Context: an optimization exercise on an open-source flow, tuned for small area, a short achievable clock period and few clock cycles. The choices shown serve that exercise and are no tape-out recipe.
Only simulation tests tie the RTL to the original design; equivalence was not proved.
Power is estimated from default activity; no workload was simulated.

==> branch cedar <==
==> flow/design.v <==
module bs16_lzc #(parameter LW = 5) (
    input  wire [(1<<LW)-1:0] x,
    output wire [LW:0]        n
);
    generate
        if (LW == 0) begin : g_leaf
            assign n = !x[0];
        end else begin : g_node
            localparam H = 1 << (LW - 1);
            wire [LW-1:0] nh, nl;
            bs16_lzc #(.LW(LW - 1)) u_h (.x(x[2*H-1:H]), .n(nh));
            bs16_lzc #(.LW(LW - 1)) u_l (.x(x[H-1:0]),   .n(nl));
            if (LW == 1) begin : g_two
                assign n = nh[0] ? {nl[0], !nl[0]} : 2'b00;
            end else begin : g_many
                assign n = nh[LW-1] ? {nl[LW-1], !nl[LW-1], nl[LW-2:0]} : {1'b0, nh};
            end
        end
    endgenerate
endmodule
module bs16_add #(parameter W = 8) (
    input  wire [W-1:0] a,
    input  wire [W-1:0] b,
    input  wire         ci,
    output wire [W-1:0] s,
    output wire         co
);
    reg [W-1:0] g, p, gg, pp;
    reg [W:0]   c;
    integer i, k;
    always @(*) begin
        g = a & b;
        p = a ^ b;
        gg = g;
        pp = p;
        gg[0] = g[0] | (p[0] & ci);
        for (k = 1; k < W; k = k * 2)
            for (i = 0; i < W; i = i + 1)
                if ((i / k) % 2 == 1) begin
                    gg[i] = gg[i] | (pp[i] & gg[(i / k) * k - 1]);
                    pp[i] = pp[i] & pp[(i / k) * k - 1];
                end
        c[0] = ci;
        for (i = 0; i < W; i = i + 1)
            c[i + 1] = gg[i];
    end
    assign s  = p ^ c[W-1:0];
    assign co = c[W];
endmodule
module bs16_hop (
    input  wire        clk,
    input  wire        rst,
    input  wire        in_valid,
    output wire        in_ready,
    input  wire        in_esc,
    input  wire [7:0]  in_e,
    input  wire [15:0] in_m,
    input  wire [31:0] in_f,
    input  wire [31:0] in_c,
    output wire        out_valid,
    input  wire        out_ready,
    output wire        out_esc,
    output wire [7:0]  out_e,
    output wire [31:0] out_data,
    output wire        out_last
);
    reg         rdy;               
    reg         v0;
    reg         s0_esc;
    reg  [31:0] s0_p;              
    reg  [31:0] s0_c;
    wire [15:0] in_mag;
    bs16_add #(16) u_neg (.a(in_m[15] ? ~in_m : in_m), .b(16'd0), .ci(in_m[15]), .s(in_mag), .co());
    wire [15:0] d_mag = s0_p[15:0];
    wire [7:0]  d_e   = s0_p[23:16];
    wire        d_neg = s0_p[24];
    wire [4:0]  d_lz;
    bs16_lzc #(4) u_dlz (.x(d_mag), .n(d_lz));
    wire [3:0]  d_sh  = ({3'd0, d_lz} <= d_e) ? d_lz[3:0] : d_e[3:0];
    wire [15:0] d_ms  = d_mag << d_sh;
    wire [7:0]  d_x   = d_ms[15] ? (d_e + 8'd1 - {4'd0, d_sh}) : 8'd0;
    wire [31:0] dec   = {d_neg, d_x, d_ms[14:0], 8'd0};
    wire [31:0] a     = s0_esc ? s0_p : dec;
    wire [31:0] b     = s0_c;
    wire        sa = a[31], sb = b[31];
    wire [7:0]  ea = a[30:23], eb = b[30:23];
    wire [22:0] fa = a[22:0], fb = b[22:0];
    wire a_nan = (ea == 8'hFF) && (fa != 23'd0);
    wire b_nan = (eb == 8'hFF) && (fb != 23'd0);
    wire a_inf = (ea == 8'hFF) && (fa == 23'd0);
    wire b_inf = (eb == 8'hFF) && (fb == 23'd0);
    wire        no_swap;
    bs16_add #(31) u_cmp (.a(a[30:0]), .b(~b[30:0]), .ci(1'b1), .s(), .co(no_swap));
    wire        swap = !no_swap;
    wire [7:0]  ea_e = (ea == 8'd0) ? 8'd1 : ea;
    wire [7:0]  eb_e = (eb == 8'd0) ? 8'd1 : eb;
    wire [7:0]  dab, dba;
    wire        a_ge;              
    bs16_add #(8) u_dab (.a(ea_e), .b(~eb_e), .ci(1'b1), .s(dab), .co(a_ge));
    bs16_add #(8) u_dba (.a(eb_e), .b(~ea_e), .ci(1'b1), .s(dba), .co());
    wire [7:0]  dd   = a_ge ? dab : dba;
    wire [4:0]  d5   = (dd > 8'd26) ? 5'd27 : dd[4:0];
    reg         v1, s1_esc;
    reg         s1_sx, s1_sub;
    reg  [7:0]  s1_ex;             
    reg  [23:0] s1_mx, s1_my;
    reg  [4:0]  s1_d;              
    reg         s1_nan, s1_inf, s1_infs, s1_zs;
    wire [26:0] my_g  = {s1_my, 3'b000};
    wire [26:0] my_sh = my_g >> s1_d;
    wire        stk   = |(my_g & ~({27{1'b1}} << s1_d));
    wire [27:0] my_al = {1'b0, my_sh[26:1], my_sh[0] | stk};
    wire [27:0] mx_g  = {1'b0, s1_mx, 3'b000};
    wire [27:0] sum;
    bs16_add #(28) u_sum (.a(mx_g), .b(s1_sub ? ~my_al : my_al), .ci(s1_sub), .s(sum), .co());
    wire [5:0]  lz32;
    bs16_lzc #(5) u_lz (.x({sum[26:0], 5'b11111}), .n(lz32));
    wire [4:0]  lz    = lz32[4:0];                       
    wire [7:0]  exm1  = s1_ex - 8'd1;
    wire [4:0]  lsh   = ({3'd0, lz} <= exm1) ? lz : exm1[4:0];
    reg         v2, s2_esc;
    reg  [27:0] s2_sum;
    reg  [4:0]  s2_lsh;
    reg  [7:0]  s2_ex;
    reg         s2_sx, s2_zs, s2_nan, s2_inf, s2_infs;
    wire [26:0] nm    = s2_sum[27] ? {s2_sum[27:2], s2_sum[1] | s2_sum[0]} : (s2_sum[26:0] << s2_lsh);
    wire [7:0]  ne    = s2_sum[27] ? (s2_ex + 8'd1) : (s2_ex - {3'd0, s2_lsh});
    wire        rup   = nm[2] & (nm[1] | nm[0] | nm[3]);
    wire [23:0] rm;
    wire        rco;
    bs16_add #(24) u_rnd (.a(nm[26:3]), .b(24'd0), .ci(rup), .s(rm), .co(rco));
    wire [8:0]  re    = {1'b0, ne} + {8'd0, rco};
    wire [23:0] rmn   = rco ? {1'b1, rm[23:1]} : rm;
    wire [7:0]  rfld  = rmn[23] ? re[7:0] : 8'd0;
    reg  [31:0] y;
    always @(*) begin
        if (s2_nan)
            y = 32'h7FC00000;
        else if (s2_inf)
            y = {s2_infs, 8'hFF, 23'd0};
        else if (s2_sum == 28'd0)
            y = {s2_zs, 31'd0};
        else if (re >= 9'd255)
            y = {s2_sx, 8'hFF, 23'd0};
        else
            y = {s2_sx, rfld, rmn[22:0]};
    end
    reg         v3, s3_esc;
    reg  [31:0] s3_y;
    wire        y_neg = s3_y[31];
    wire [7:0]  y_ef  = s3_y[30:23];
    wire [22:0] y_f   = s3_y[22:0];
    wire        y_up  = !y_neg && (&y_f[22:8]);                                   
    wire        y_dn  = y_neg && (y_f[22:8] == 15'd0) && (y_f[7:0] <= 8'h80);     
    wire [7:0]  e_i   = (y_ef == 8'd0) ? {7'd0, !y_neg && (&y_f[22:7])}
                                       : (y_ef + {7'd0, y_up} - {7'd0, y_dn});
    wire        esc_i = s3_esc || (y_ef == 8'hFF);
    reg  [31:0] buf_q [0:31];
    reg  [4:0]  wcnt;          
    reg  [4:0]  rd;            
    reg         pend;          
    reg         eq;            
    reg  [7:0]  emax;
    reg         besc;
    reg  [7:0]  p_e;           
    reg         p_esc;
    wire        stall3 = pend && eq;                  
    wire        wr     = v3 && !stall3;
    wire        r3     = !v3 || !stall3;
    wire        r2     = !v2 || r3;
    wire        r1     = !v1 || r2;
    wire        last_w = wr && (wcnt == 5'd31);
    wire [7:0]  f_e    = (wcnt == 5'd0) ? e_i : ((e_i > emax) ? e_i : emax);
    wire        f_esc  = (wcnt == 5'd0) ? esc_i : (besc || esc_i);
    wire        f_besc = f_esc || (f_e == 8'hFF);
    reg         va;
    reg  [31:0] ra_v;
    reg  [7:0]  ra_e;
    reg         ra_esc;
    reg         ra_last;
    reg         ov;
    wire        ra_adv  = !ov || out_ready;
    wire        rd_c    = pend || last_w;             
    wire        rd_go   = rd_c && (!va || ra_adv);
    wire [4:0]  gap     = rd - wcnt;
    wire        v0_m    = rdy || v0;                  
    wire        v1_n    = r1 ? v0 : v1;
    wire        v2_n    = r2 ? v1 : v2;
    wire        v3_n    = r3 ? v2 : v3;
    wire        full_n  = v0_m && v1_n && v2_n && v3_n;
    wire        eq_g    = wr ? eq : (gap == 5'd31);   
    wire        eq_s    = wr ? (gap == 5'd1) : eq;    
    wire        pend_g  = last_w || (pend && rd != 5'd31);
    wire        pend_s  = last_w || pend;
    wire        rdy_g   = !(full_n && pend_g && eq_g);
    wire        rdy_s   = !(full_n && pend_s && eq_s);
    always @(posedge clk) begin
        if (rdy) begin
            s0_esc <= in_esc;
            s0_p   <= in_esc ? in_f : {7'd0, in_m[15], in_e, in_mag};
            s0_c   <= in_c;
        end
        if (r1) begin
            s1_esc  <= s0_esc;
            s1_sx   <= swap ? sb : sa;
            s1_sub  <= sa ^ sb;
            s1_ex   <= a_ge ? ea_e : eb_e;
            s1_mx   <= swap ? {eb != 8'd0, fb} : {ea != 8'd0, fa};
            s1_my   <= swap ? {ea != 8'd0, fa} : {eb != 8'd0, fb};
            s1_d    <= d5;
            s1_nan  <= a_nan || b_nan || (a_inf && b_inf && (sa != sb));
            s1_inf  <= a_inf || b_inf;
            s1_infs <= a_inf ? sa : sb;
            s1_zs   <= sa & sb;
        end
        if (r2) begin
            s2_esc  <= s1_esc;
            s2_sum  <= sum;
            s2_lsh  <= lsh;
            s2_ex   <= s1_ex;
            s2_sx   <= s1_sx;
            s2_zs   <= s1_zs;
            s2_nan  <= s1_nan;
            s2_inf  <= s1_inf;
            s2_infs <= s1_infs;
        end
        if (r3) begin
            s3_esc  <= s2_esc;
            s3_y    <= y;
        end
        if (wr) begin
            buf_q[wcnt] <= s3_y;
            emax <= f_e;
            besc <= f_esc;
        end
        if (last_w) begin
            p_e   <= f_e;
            p_esc <= f_besc;
        end
        if (rd_go) begin
            ra_v    <= buf_q[rd];
            ra_e    <= last_w ? f_e : p_e;
            ra_esc  <= last_w ? f_besc : p_esc;
            ra_last <= (rd == 5'd31);
        end
        if (rst) begin
            rdy  <= 1'b1;
            v0   <= 1'b0;
            v1   <= 1'b0;
            v2   <= 1'b0;
            v3   <= 1'b0;
            wcnt <= 5'd0;
            rd   <= 5'd0;
            pend <= 1'b0;
            eq   <= 1'b1;
            va   <= 1'b0;
        end else begin
            rdy  <= rd_go ? rdy_g : rdy_s;
            if (rdy) v0 <= in_valid;
            v1   <= v1_n;
            v2   <= v2_n;
            v3   <= v3_n;
            wcnt <= wcnt + {4'd0, wr};
            if (rd_go) rd <= rd + 5'd1;
            pend <= rd_go ? pend_g : pend_s;
            eq   <= rd_go ? eq_g : eq_s;
            if (rd_go) va <= 1'b1;
            else if (ra_adv) va <= 1'b0;
        end
    end
    wire [7:0]  v_ef  = ra_v[30:23];
    wire [23:0] v_m   = {v_ef != 8'd0, ra_v[22:0]};
    wire [7:0]  v_efe = (v_ef == 8'd0) ? 8'd1 : v_ef;
    wire signed [9:0] v_t = $signed({2'b00, ra_e}) + 10'sd1 - $signed({2'b00, v_efe});
    wire [4:0]  t_c   = v_t[9] ? 5'd0 : (v_t > 10'sd18) ? 5'd18 : v_t[4:0];
    wire [41:0] w     = {v_m, 18'd0} >> t_c;
    wire [15:0] q     = w[41:26];
    wire        rnd   = w[25] & ((|w[24:0]) | q[0]);
    wire        v_neg = ra_v[31];
    wire [15:0] mant;
    bs16_add #(16) u_enc (.a(v_neg ? ~q : q), .b(16'd0), .ci(v_neg ^ rnd), .s(mant), .co());
    reg         o_esc, o_last;
    reg  [7:0]  o_e;
    reg  [31:0] o_data;
    always @(posedge clk) begin
        if (rst)
            ov <= 1'b0;
        else if (ra_adv)
            ov <= va;
        if (ra_adv) begin
            o_esc  <= ra_esc;
            o_e    <= ra_esc ? 8'd0 : ra_e;
            o_data <= ra_esc ? ra_v : {16'd0, mant};
            o_last <= ra_last;
        end
    end
    assign in_ready  = rdy;
    assign out_valid = ov;
    assign out_esc   = o_esc;
    assign out_e     = o_e;
    assign out_data  = o_data;
    assign out_last  = o_last;
endmodule
==> flow/run.sh <==
#!/bin/bash
# synth_recipe.tcl (not shown) runs the flow's synth.tcl, then flattens the netlist and writes it again
# the make line also repeats each setting of config.mk as NAME=value (left out here)
make -C /OpenROAD-flow-scripts/flow DESIGN_CONFIG=/design/flow/config.mk WORK_HOME=/design/flow/orfs CLKGATE_MAP_FILE= SYNTH_SCRIPT=/design/flow/synth_recipe.tcl finish
==> flow/config.mk <==
export PLATFORM = sky130hd
export DESIGN_NAME = bs16_hop
export DESIGN_NICKNAME = bs16_hop
export VERILOG_FILES = /design/flow/design.v
export SDC_FILE = /design/flow/constraint.sdc
export NUM_CORES = 4
export LEC_CHECK = 0
export CAP_MARGIN = 20
export CORE_MARGIN = 2
export CORE_UTILIZATION = 40
export SETUP_SLACK_MARGIN = 2.0
export SLEW_MARGIN = 20
==> flow/constraint.sdc <==
create_clock -name core_clock -period 40.0 [get_ports {clk}]
set_input_delay 8.0000 -clock core_clock [delete_from_list [all_inputs] [get_ports {clk}]]
set_output_delay 8.0000 -clock core_clock [all_outputs]
set_load 0.01 [all_outputs]
==> branch raven: changes against branch cedar <==
--- a/flow/design.v
+++ b/flow/design.v
@@ -68,39 +68,51 @@
     reg         v0;
     reg         s0_esc;
-    reg  [31:0] s0_p;              
+    reg  [7:0]  s0_e;
+    reg  [15:0] s0_m;
+    reg  [31:0] s0_f;
     reg  [31:0] s0_c;
-    wire [15:0] in_mag;
-    bs16_add #(16) u_neg (.a(in_m[15] ? ~in_m : in_m), .b(16'd0), .ci(in_m[15]), .s(in_mag), .co());
-    wire [15:0] d_mag = s0_p[15:0];
-    wire [7:0]  d_e   = s0_p[23:16];
-    wire        d_neg = s0_p[24];
-    wire [4:0]  d_lz;
-    bs16_lzc #(4) u_dlz (.x(d_mag), .n(d_lz));
-    wire [3:0]  d_sh  = ({3'd0, d_lz} <= d_e) ? d_lz[3:0] : d_e[3:0];
+    wire [7:0]  d_e   = s0_e;
+    wire        d_neg = s0_m[15];
+    wire [15:0] d_n   = d_neg ? ~s0_m : s0_m;
+    wire [15:0] d_mag;
+    bs16_add #(16) u_neg (.a(d_n), .b(16'd0), .ci(d_neg), .s(d_mag), .co());
+    wire [4:0]  d_lzn;
+    bs16_lzc #(4) u_dlz (.x(d_n), .n(d_lzn));
+    wire [15:0] d_s1  = d_n  | (d_n  >> 1);
+    wire [15:0] d_s2  = d_s1 | (d_s1 >> 2);
+    wire [15:0] d_s4  = d_s2 | (d_s2 >> 4);
+    wire [15:0] d_sm  = d_s4 | (d_s4 >> 8);           
+    wire [4:0]  d_lz  = d_lzn - {4'd0, d_neg && (d_sm == d_n)};
+    wire        d_nrm = (d_mag != 16'd0) && ({3'd0, d_lz} <= d_e);    
+    wire [3:0]  d_sh  = d_nrm ? d_lz[3:0] : d_e[3:0];
     wire [15:0] d_ms  = d_mag << d_sh;
-    wire [7:0]  d_x   = d_ms[15] ? (d_e + 8'd1 - {4'd0, d_sh}) : 8'd0;
-    wire [31:0] dec   = {d_neg, d_x, d_ms[14:0], 8'd0};
-    wire [31:0] a     = s0_esc ? s0_p : dec;
-    wire [31:0] b     = s0_c;
-    wire        sa = a[31], sb = b[31];
-    wire [7:0]  ea = a[30:23], eb = b[30:23];
-    wire [22:0] fa = a[22:0], fb = b[22:0];
-    wire a_nan = (ea == 8'hFF) && (fa != 23'd0);
+    wire [7:0]  d_x   = d_e + 8'd1 - {3'd0, d_lz};
+    wire [7:0]  d_xe  = d_nrm ? d_x : 8'd1;             
+    wire        sa   = s0_esc ? s0_f[31] : d_neg;
+    wire [7:0]  ea   = s0_esc ? s0_f[30:23] : (d_nrm ? d_x : 8'd0);
+    wire [22:0] fa   = s0_esc ? s0_f[22:0] : {d_ms[14:0], 8'd0};
+    wire        ha   = s0_esc ? (s0_f[30:23] != 8'd0) : d_nrm;
+    wire [7:0]  ea_e_f = (s0_f[30:23] == 8'd0) ? 8'd1 : s0_f[30:23];
+    wire [7:0]  ea_e = s0_esc ? ea_e_f : d_xe;
+    wire        sb   = s0_c[31];
+    wire [7:0]  eb   = s0_c[30:23];
+    wire [22:0] fb   = s0_c[22:0];
+    wire [7:0]  eb_e = (eb == 8'd0) ? 8'd1 : eb;
+    wire a_nan = s0_esc && (s0_f[30:23] == 8'hFF) && (s0_f[22:0] != 23'd0);
     wire b_nan = (eb == 8'hFF) && (fb != 23'd0);
-    wire a_inf = (ea == 8'hFF) && (fa == 23'd0);
+    wire a_inf = s0_esc ? ((s0_f[30:23] == 8'hFF) && (s0_f[22:0] == 23'd0))
+                        : ((s0_m == 16'h8000) && (d_e == 8'd254));
     wire b_inf = (eb == 8'hFF) && (fb == 23'd0);
-    wire        no_swap;
-    bs16_add #(31) u_cmp (.a(a[30:0]), .b(~b[30:0]), .ci(1'b1), .s(), .co(no_swap));
-    wire        swap = !no_swap;
-    wire [7:0]  ea_e = (ea == 8'd0) ? 8'd1 : ea;
-    wire [7:0]  eb_e = (eb == 8'd0) ? 8'd1 : eb;
-    wire [7:0]  dab, dba;
-    wire        a_ge;              
-    bs16_add #(8) u_dab (.a(ea_e), .b(~eb_e), .ci(1'b1), .s(dab), .co(a_ge));
-    bs16_add #(8) u_dba (.a(eb_e), .b(~ea_e), .ci(1'b1), .s(dba), .co());
-    wire [7:0]  dd   = a_ge ? dab : dba;
-    wire [4:0]  d5   = (dd > 8'd26) ? 5'd27 : dd[4:0];
+    wire [8:0]  k_ab = {1'b0, d_e} + 9'd1 - {1'b0, eb_e};
+    wire [8:0]  k_ba = {1'b0, eb_e} - {1'b0, d_e} - 9'd1;
+    wire [8:0]  fab  = {1'b0, ea_e_f} - {1'b0, eb_e};
+    wire [8:0]  fba  = {1'b0, eb_e} - {1'b0, ea_e_f};
+    wire [8:0]  dab  = s0_esc ? fab : d_nrm ? (k_ab - {4'd0, d_lz}) : (9'd1 - {1'b0, eb_e});
+    wire [8:0]  dba  = s0_esc ? fba : d_nrm ? (k_ba + {4'd0, d_lz}) : ({1'b0, eb_e} - 9'd1);
+    wire        a_ge = !dab[8];    
+    wire [8:0]  dd   = a_ge ? dab : dba;
+    wire [4:0]  d5   = (dd > 9'd26) ? 5'd27 : dd[4:0];
     reg         v1, s1_esc;
-    reg         s1_sx, s1_sub;
+    reg         s1_sx, s1_sy;
     reg  [7:0]  s1_ex;             
     reg  [23:0] s1_mx, s1_my;
@@ -112,6 +124,13 @@
     wire [27:0] my_al = {1'b0, my_sh[26:1], my_sh[0] | stk};
     wire [27:0] mx_g  = {1'b0, s1_mx, 3'b000};
-    wire [27:0] sum;
-    bs16_add #(28) u_sum (.a(mx_g), .b(s1_sub ? ~my_al : my_al), .ci(s1_sub), .s(sum), .co());
+    wire        s1_sub = s1_sx ^ s1_sy;
+    wire [27:0] sum_a;
+    wire        co_a;
+    bs16_add #(28) u_sum (.a(mx_g), .b(s1_sub ? ~my_al : my_al), .ci(s1_sub), .s(sum_a), .co(co_a));
+    wire [24:0] sum_b;
+    bs16_add #(25) u_sub (.a({1'b0, s1_my}), .b(~{1'b0, s1_mx}), .ci(1'b1), .s(sum_b), .co());
+    wire        flip  = s1_sub && !co_a;
+    wire [27:0] sum   = flip ? {sum_b, 3'b000} : sum_a;
+    wire        s_sx  = flip ? s1_sy : s1_sx;
     wire [5:0]  lz32;
     bs16_lzc #(5) u_lz (.x({sum[26:0], 5'b11111}), .n(lz32));
@@ -180,7 +199,10 @@
     reg         ra_last;
     reg         ov;
-    wire        ra_adv  = !ov || out_ready;
+    wire        ra_adv  = !ov || out_ready;           
     wire        rd_c    = pend || last_w;             
     wire        rd_go   = rd_c && (!va || ra_adv);
+    wire [7:0]  e_mx    = (e_i > emax) ? e_i : emax;
+    wire [7:0]  rv_e    = pend ? p_e : e_mx;
+    wire        rv_x    = pend ? p_esc : (besc || esc_i || (e_mx == 8'hFF));
     wire [4:0]  gap     = rd - wcnt;
     wire        v0_m    = rdy || v0;                  
@@ -198,14 +220,16 @@
         if (rdy) begin
             s0_esc <= in_esc;
-            s0_p   <= in_esc ? in_f : {7'd0, in_m[15], in_e, in_mag};
+            s0_e   <= in_e;
+            s0_m   <= in_m;
+            s0_f   <= in_f;
             s0_c   <= in_c;
         end
         if (r1) begin
             s1_esc  <= s0_esc;
-            s1_sx   <= swap ? sb : sa;
-            s1_sub  <= sa ^ sb;
+            s1_sx   <= a_ge ? sa : sb;
+            s1_sy   <= a_ge ? sb : sa;
             s1_ex   <= a_ge ? ea_e : eb_e;
-            s1_mx   <= swap ? {eb != 8'd0, fb} : {ea != 8'd0, fa};
-            s1_my   <= swap ? {ea != 8'd0, fa} : {eb != 8'd0, fb};
+            s1_mx   <= a_ge ? {ha, fa} : {eb != 8'd0, fb};
+            s1_my   <= a_ge ? {eb != 8'd0, fb} : {ha, fa};
             s1_d    <= d5;
             s1_nan  <= a_nan || b_nan || (a_inf && b_inf && (sa != sb));
@@ -219,5 +243,5 @@
             s2_lsh  <= lsh;
             s2_ex   <= s1_ex;
-            s2_sx   <= s1_sx;
+            s2_sx   <= s_sx;
             s2_zs   <= s1_zs;
             s2_nan  <= s1_nan;
@@ -240,9 +264,10 @@
         if (rd_go) begin
             ra_v    <= buf_q[rd];
-            ra_e    <= last_w ? f_e : p_e;
-            ra_esc  <= last_w ? f_besc : p_esc;
+            ra_e    <= rv_e;
+            ra_esc  <= rv_x;
             ra_last <= (rd == 5'd31);
         end
         if (rst) begin
+            va   <= 1'b0;
             rdy  <= 1'b1;
             v0   <= 1'b0;
@@ -254,5 +279,4 @@
             pend <= 1'b0;
             eq   <= 1'b1;
-            va   <= 1'b0;
         end else begin
             rdy  <= rd_go ? rdy_g : rdy_s;
==> flow/flow/run.sh (new file) <==
#!/bin/bash
# The standard layout, with every port buffered by a buf_4 instead of the
# default port buffer, so the ports' own buffers do not slow the I/O paths.
set -euo pipefail
bash standard.sh 'BUFFER_PORTS_ARGS=-buffer_cell sky130_fd_sc_hd__buf_4' finish > standard_flow.log 2>&1
==> flow/standard.sh (new file) <==
#!/bin/bash
# synth_recipe.tcl (not shown) runs the flow's synth.tcl, then flattens the netlist and writes it again
# the make line also repeats each setting of config.mk as NAME=value (left out here)
make -C /OpenROAD-flow-scripts/flow DESIGN_CONFIG=/design/flow/config.mk WORK_HOME=/design/flow/orfs CLKGATE_MAP_FILE= SYNTH_SCRIPT=/design/flow/synth_recipe.tcl "${@:-finish}"
- CORE_UTILIZATION: 40 -> 60
removed: flow/run.sh
==> qor summary <==
metric                                                branch raven  branch cedar
Status                            no timing/DRC/antenna violations  no timing/DRC/antenna violations
Gate count of the mapped netlist                              4536          4163
Mux cell area share after synthesis                          14.7%         16.1%
Final worst setup slack                                   30.53 ns      28.97 ns
Area of the mapped netlist                               67700 um2     64400 um2
Leakage                                                    25.9 nW       24.3 nW
Tapcells inserted                                             1500          2160
Critical Path End Type                              primary output          flop
Vias                                                         40800         37300
Die height                                                  340 um        405 um
Met3 Wirelength                                            10.4 mm       8.68 mm
Total clock network power                                  1.26 mW       1.28 mW
Share of cell area taken by flip-flops and latches           54.9%         55.3%
Worst hold-check slack                                    0.419 ns      0.408 ns
Routability-driven placement congestion ratio                0.929         0.875
Data required time of the worst path                      32.00 ns      40.50 ns
Power Dens Cells                                       60.0 nW/um2   56.2 nW/um2
Core area                                               112000 um2    160000 um2
Grt met1 use                                                 39.2%         26.4%
Fraction of area in multi-input gates                        33.1%         30.9%
Testbench counts of branch cedar, summed over its fixed seeds: cycles 16,688.
Testbench counts of branch raven, summed over its fixed seeds: cycles 16,688.

-- port drivers added, routing unchanged --
How much do the figures lean on ideal ports? The routed layouts below were timed once more, with nothing changed but the port constraints.
Step 1, drivers: a clkbuf_16 drives clk and a buf_2 each remaining input, both assumed.
Step 2 times the ports against the registers' clock, not the clock port: input delays grow and output delays shrink by t, the midpoint of the rising clock arrivals with the driver on.
a / b / c = no drivers / after step 1 / after step 2; a / b = the first two.
run	t, ns	slack for setup (ns)	worst setup path at the end	clock arrival spread, ns	worst slew at a driven data input, ns
branch cedar	0.841	28.973 / 29.032 / 28.191	input to register	0.057 / 0.058	0.08
branch raven	0.814	30.528 / 30.452 / 30.056	input to register	0.041 / 0.040	0.05
After both steps every run listed still meets setup and hold. For branch cedar, which loses most, drivers alone change the setup slack by +0.059 ns; drivers and shift together by -0.782 ns.
